What follows belongs to an exercise in optimizing a design on an open flow for small area, a short achievable clock period and few clock cycles per item; a production flow would make more cautious choices.
In this exercise RTL edits were held to simulation tests only and were not proved equivalent to the original.

## aes_enc_core
module aes_enc_core (
    input  wire         clk,
    input  wire         rst,         
    input  wire         in_valid,
    output wire         in_ready,
    input  wire         key_256,     
    input  wire [255:0] key,
    input  wire [127:0] block,
    output wire         out_valid,
    output wire [127:0] out_data
);
Size: ~6600 cells after synthesis, about 1500 flip-flops, ~520 I/O pins, about 65000 sq um of cells after synthesis.
export LEC_CHECK = 0
export CAP_MARGIN = 20
export CORE_MARGIN = 2
export CORE_UTILIZATION = 55
export CTS_CLUSTER_DIAMETER = 80
export CTS_CLUSTER_SIZE = 25
export PLACE_DENSITY_LB_ADDON = 0.1
export SLEW_MARGIN = 20
create_clock -name core_clock -period 10.0 [get_ports {clk}]
standard.sh (not shown) runs the stock make flow with config.mk's settings and CLKGATE_MAP_FILE= SYNTH_SCRIPT=/design/flow/synth_recipe.tcl, a recipe that flattens the netlist after the stock synthesis.
==> flow/flow/run.sh <==
#!/bin/bash
set -euo pipefail
W=$(pwd)
SETUP_MARGIN=${SETUP_MARGIN:-6.9}
export FLOW_ABC_SCRIPT="$W/flow/abc.script"
bash standard.sh SYNTH_SCRIPT="$W/flow/synth.tcl" \
  BUFFER_PORTS_ARGS="-buffer_cell sky130_fd_sc_hd__buf_1" \
  SETUP_SLACK_MARGIN="$SETUP_MARGIN" finish > "$W/flow_make.log" 2>&1
==> flow/flow/abc.script <==
strash
&get -n
&fraig -x
&put
scorr
dc2
dretime
strash
&get -n
&dch -f
&nf -D 10
&put
strash
&get -n
&dch -f
&nf -D 10
&put
==> flow/flow/synth.tcl <==
# The standard synthesis (synth_recipe.tcl), except that the technology
# mapping uses flow/abc.script (ABC's default liberty script with the &nf
# mapping run twice) in place of ORFS's abc_speed/abc_area scripts. Every
# other ABC argument ORFS passes is kept.
proc synth {args} { yosys synth -nofsm -noshare {*}$args }
proc abc {args} {
  set a {}
  set skip 0
  foreach x $args {
    if {$skip} { set skip 0; continue }
    if {$x eq "-script"} { set skip 1; continue }
    lappend a $x
  }
  yosys abc -script $::env(FLOW_ABC_SCRIPT) {*}$a
}
source $::env(SCRIPTS_DIR)/synth.tcl
# left out here: clear keep_hierarchy, flatten, clean up, hide names made inside functions, write 1_2_yosys.v
The starting point passed the timing, design-rule and antenna checks.
Testbench counts at the start, summed over its fixed seeds: cycles 78,409, items 6,400.
Next try:
--- a/flow/flow/run.sh
+++ b/flow/flow/run.sh
@@ -4,3 +4,2 @@
 SETUP_MARGIN=${SETUP_MARGIN:-6.9}
-export FLOW_ABC_SCRIPT="$W/flow/abc.script"
 bash standard.sh SYNTH_SCRIPT="$W/flow/synth.tcl" \
==> flow/flow/synth.tcl (replaced) <==
# The standard synthesis (synth_recipe.tcl), except that the technology
# mapping uses ABC's default liberty script (&nf mapper) in place of ORFS's
# abc_speed/abc_area scripts. Every other ABC argument ORFS passes is kept.
proc synth {args} { yosys synth -nofsm -noshare {*}$args }
proc abc {args} {
  set a {}
  set skip 0
  foreach x $args {
    if {$skip} { set skip 0; continue }
    if {$x eq "-script"} { set skip 1; continue }
    lappend a $x
  }
  yosys abc {*}$a
}
source $::env(SCRIPTS_DIR)/synth.tcl
# left out here: clear keep_hierarchy, flatten, clean up, hide names made inside functions, write 1_2_yosys.v
- CORE_UTILIZATION: 55 -> 40
- CTS_CLUSTER_DIAMETER: 80 -> 100
- CTS_CLUSTER_SIZE: 25 -> 30
- PLACE_DENSITY_LB_ADDON: 0.1 -> not set
removed: flow/flow/abc.script
Register-to-register slack improves by 70 ps; worst setup slack gets worse by 41 ps; routed wire length came out higher by roughly a tenth; utilization is lower by 18 points; cell area grows slightly; sequential cell count stays the same; count of clock-buffer cells in the layout falls by 12; via count is higher slightly; hold slack hardly moves.

Starting RTL as in the previous note.
clock: 10.0 ns
lec_check: 0
cap_margin: 20
core_margin: 2
core_utilization: 45
cts_cluster_diameter: 80
cts_cluster_size: 25
slew_margin: 20
==> flow/flow/run.sh <==
#!/bin/bash
set -euo pipefail
W=$(pwd)
SETUP_MARGIN=${SETUP_MARGIN:-6.6}
bash standard.sh SYNTH_SCRIPT="$W/flow/synth.tcl" \
  BUFFER_PORTS_ARGS="-buffer_cell sky130_fd_sc_hd__buf_1" \
  SETUP_SLACK_MARGIN="$SETUP_MARGIN" finish > "$W/flow_make.log" 2>&1
==> flow/flow/synth.tcl <==
# The standard synthesis (synth_recipe.tcl), except that the technology
# mapping uses ABC's default liberty script (&nf mapper) in place of ORFS's
# abc_speed/abc_area scripts. Every other ABC argument ORFS passes is kept.
proc synth {args} { yosys synth -nofsm -noshare {*}$args }
proc abc {args} {
  set a {}
  set skip 0
  foreach x $args {
    if {$skip} { set skip 0; continue }
    if {$x eq "-script"} { set skip 1; continue }
    lappend a $x
  }
  yosys abc {*}$a
}
source $::env(SCRIPTS_DIR)/synth.tcl
# left out here: clear keep_hierarchy, flatten, clean up, hide names made inside functions, write 1_2_yosys.v
Testbench counts at the start, summed over its fixed seeds: cycles 78,409, items 6,400.
Next try:
--- a/flow/flow/run.sh
+++ b/flow/flow/run.sh
@@ -3,3 +3,3 @@
 W=$(pwd)
-SETUP_MARGIN=${SETUP_MARGIN:-6.6}
+SETUP_MARGIN=${SETUP_MARGIN:-6.7}
 bash standard.sh SYNTH_SCRIPT="$W/flow/synth.tcl" \
- CORE_UTILIZATION: 45 -> 40
- CTS_BUF_LIST: not set -> sky130_fd_sc_hd__clkbuf_8
- CTS_CLUSTER_DIAMETER: 80 -> not set
- CTS_CLUSTER_SIZE: 25 -> not set
After rerunning: With this change the flow finished with antenna violations left. Die area is higher by 12%. Clock-buffer cell count went up by 207. Sequential cell count is unchanged. Synthesized area does not change.
Next try:
--- a/flow/flow/run.sh
+++ b/flow/flow/run.sh
@@ -3,3 +3,3 @@
 W=$(pwd)
-SETUP_MARGIN=${SETUP_MARGIN:-6.7}
+SETUP_MARGIN=${SETUP_MARGIN:-7.0}
 bash standard.sh SYNTH_SCRIPT="$W/flow/synth.tcl" \
- CORE_UTILIZATION: 40 -> 55
- CTS_BUF_LIST: sky130_fd_sc_hd__clkbuf_8 -> not set
- CTS_CLUSTER_DIAMETER: not set -> 60
- CTS_CLUSTER_SIZE: not set -> 30
- PLACE_DENSITY_LB_ADDON: not set -> 0.1
This time the run passed the timing, design-rule and antenna checks.
Register-to-register slack is better by 0.16 ns.
Via count barely changes.
Synthesized cell count does not change.
Sequential share of layout area falls by 0.29 points.
Hold slack improves by 0.0033 ns.
Clock-buffer cell count went down by 184.
Design area came out higher by 1.2%.
Next try:
--- a/flow/flow/run.sh
+++ b/flow/flow/run.sh
@@ -3,3 +3,3 @@
 W=$(pwd)
-SETUP_MARGIN=${SETUP_MARGIN:-7.0}
+SETUP_MARGIN=${SETUP_MARGIN:-6.7}
 bash standard.sh SYNTH_SCRIPT="$W/flow/synth.tcl" \
- CORE_UTILIZATION: 55 -> 40
- CTS_CLUSTER_DIAMETER: 60 -> not set
- CTS_CLUSTER_SIZE: 30 -> not set
- PLACE_DENSITY_LB_ADDON: 0.1 -> not set
Outcome: Count of clock-buffer cells in the layout climbs by 105. Register-to-register slack loses 0.15 ns. Worst setup slack is worse by 0.11 ns. Hold slack improves by 0.0059 ns. First-iteration DRC count came out higher by 5.5%. Cell count grows by 5.8%. Design area came out lower by 1.3%. Area after synthesis stays the same. Utilization decreases by 19 points.
Next try:
--- a/flow/flow/run.sh
+++ b/flow/flow/run.sh
@@ -3,3 +3,3 @@
 W=$(pwd)
-SETUP_MARGIN=${SETUP_MARGIN:-6.7}
+SETUP_MARGIN=${SETUP_MARGIN:-6.9}
 bash standard.sh SYNTH_SCRIPT="$W/flow/synth.tcl" \
- CORE_UTILIZATION: 40 -> 45
- CTS_CLUSTER_DIAMETER: not set -> 80
- CTS_CLUSTER_SIZE: not set -> 25
Outcome:
- setup slack gets better by 0.096 ns
- routed wire length shrinks by 3.4%
- die area shrinks by 11%
- fmax grows by 2.9%
- hold slack gets better by 0.0054 ns
Next try:
--- a/flow/flow/run.sh
+++ b/flow/flow/run.sh
@@ -3,3 +3,3 @@
 W=$(pwd)
-SETUP_MARGIN=${SETUP_MARGIN:-6.9}
+SETUP_MARGIN=${SETUP_MARGIN:-6.75}
 bash standard.sh SYNTH_SCRIPT="$W/flow/synth.tcl" \
- CTS_CLUSTER_SIZE: 25 -> 30
Synthesized area does not change.
Wire length grows by about 1.1%.
Final area goes down by 1.9%.

port drivers added, routing unchanged:
How much do the figures lean on ideal ports? The routed layouts below were timed once more, with nothing changed but the port constraints.
Step 1 sets driving cells, clkbuf_16 on the clock port and buf_2 on the other inputs (assumed; they add their load-dependent delay and slew).
Step 2 moves the port delays by t, midway between the first and last clock arrival at a register: inputs arrive t later, outputs are due t later. That takes back most of the time a late clock gives input paths.
Slacks: no drivers / after step 1 / after step 2; pairs: no drivers / after step 1.
run | shift t [ns] | setup WS [ns] | worst setup path after step 2 | slew at the worst register clock pin (ns)
the first run of note 1 | 0.760 | 6.775 / 6.696 / 6.804 | input to register | 0.10 / 0.10
the second run of note 1 | 0.774 | 6.734 / 6.656 / 6.482 | input to register | 0.12 / 0.12
the first run of note 2 | 0.795 | 6.665 / 6.586 / 6.502 | input to register | 0.10 / 0.10
the second run of note 2 | 1.031 | 6.460 / 6.381 / 6.441 | input to register | 0.07 / 0.07
the third run of note 2 | 0.810 | 6.734 / 6.659 / 6.660 | input to register | 0.11 / 0.11
the fourth run of note 2 | 0.865 | 6.629 / 6.549 / 6.452 | input to register | 0.07 / 0.07
the fifth run of note 2 | 0.808 | 6.725 / 6.639 / 6.497 | input to register | 0.10 / 0.10
the sixth run of note 2 | 0.793 | 6.743 / 6.662 / 6.497 | input to register | 0.11 / 0.11
The setup slack of the second run of note 1, which loses most, moves by -0.078 ns with the drivers and by -0.252 ns with both steps.
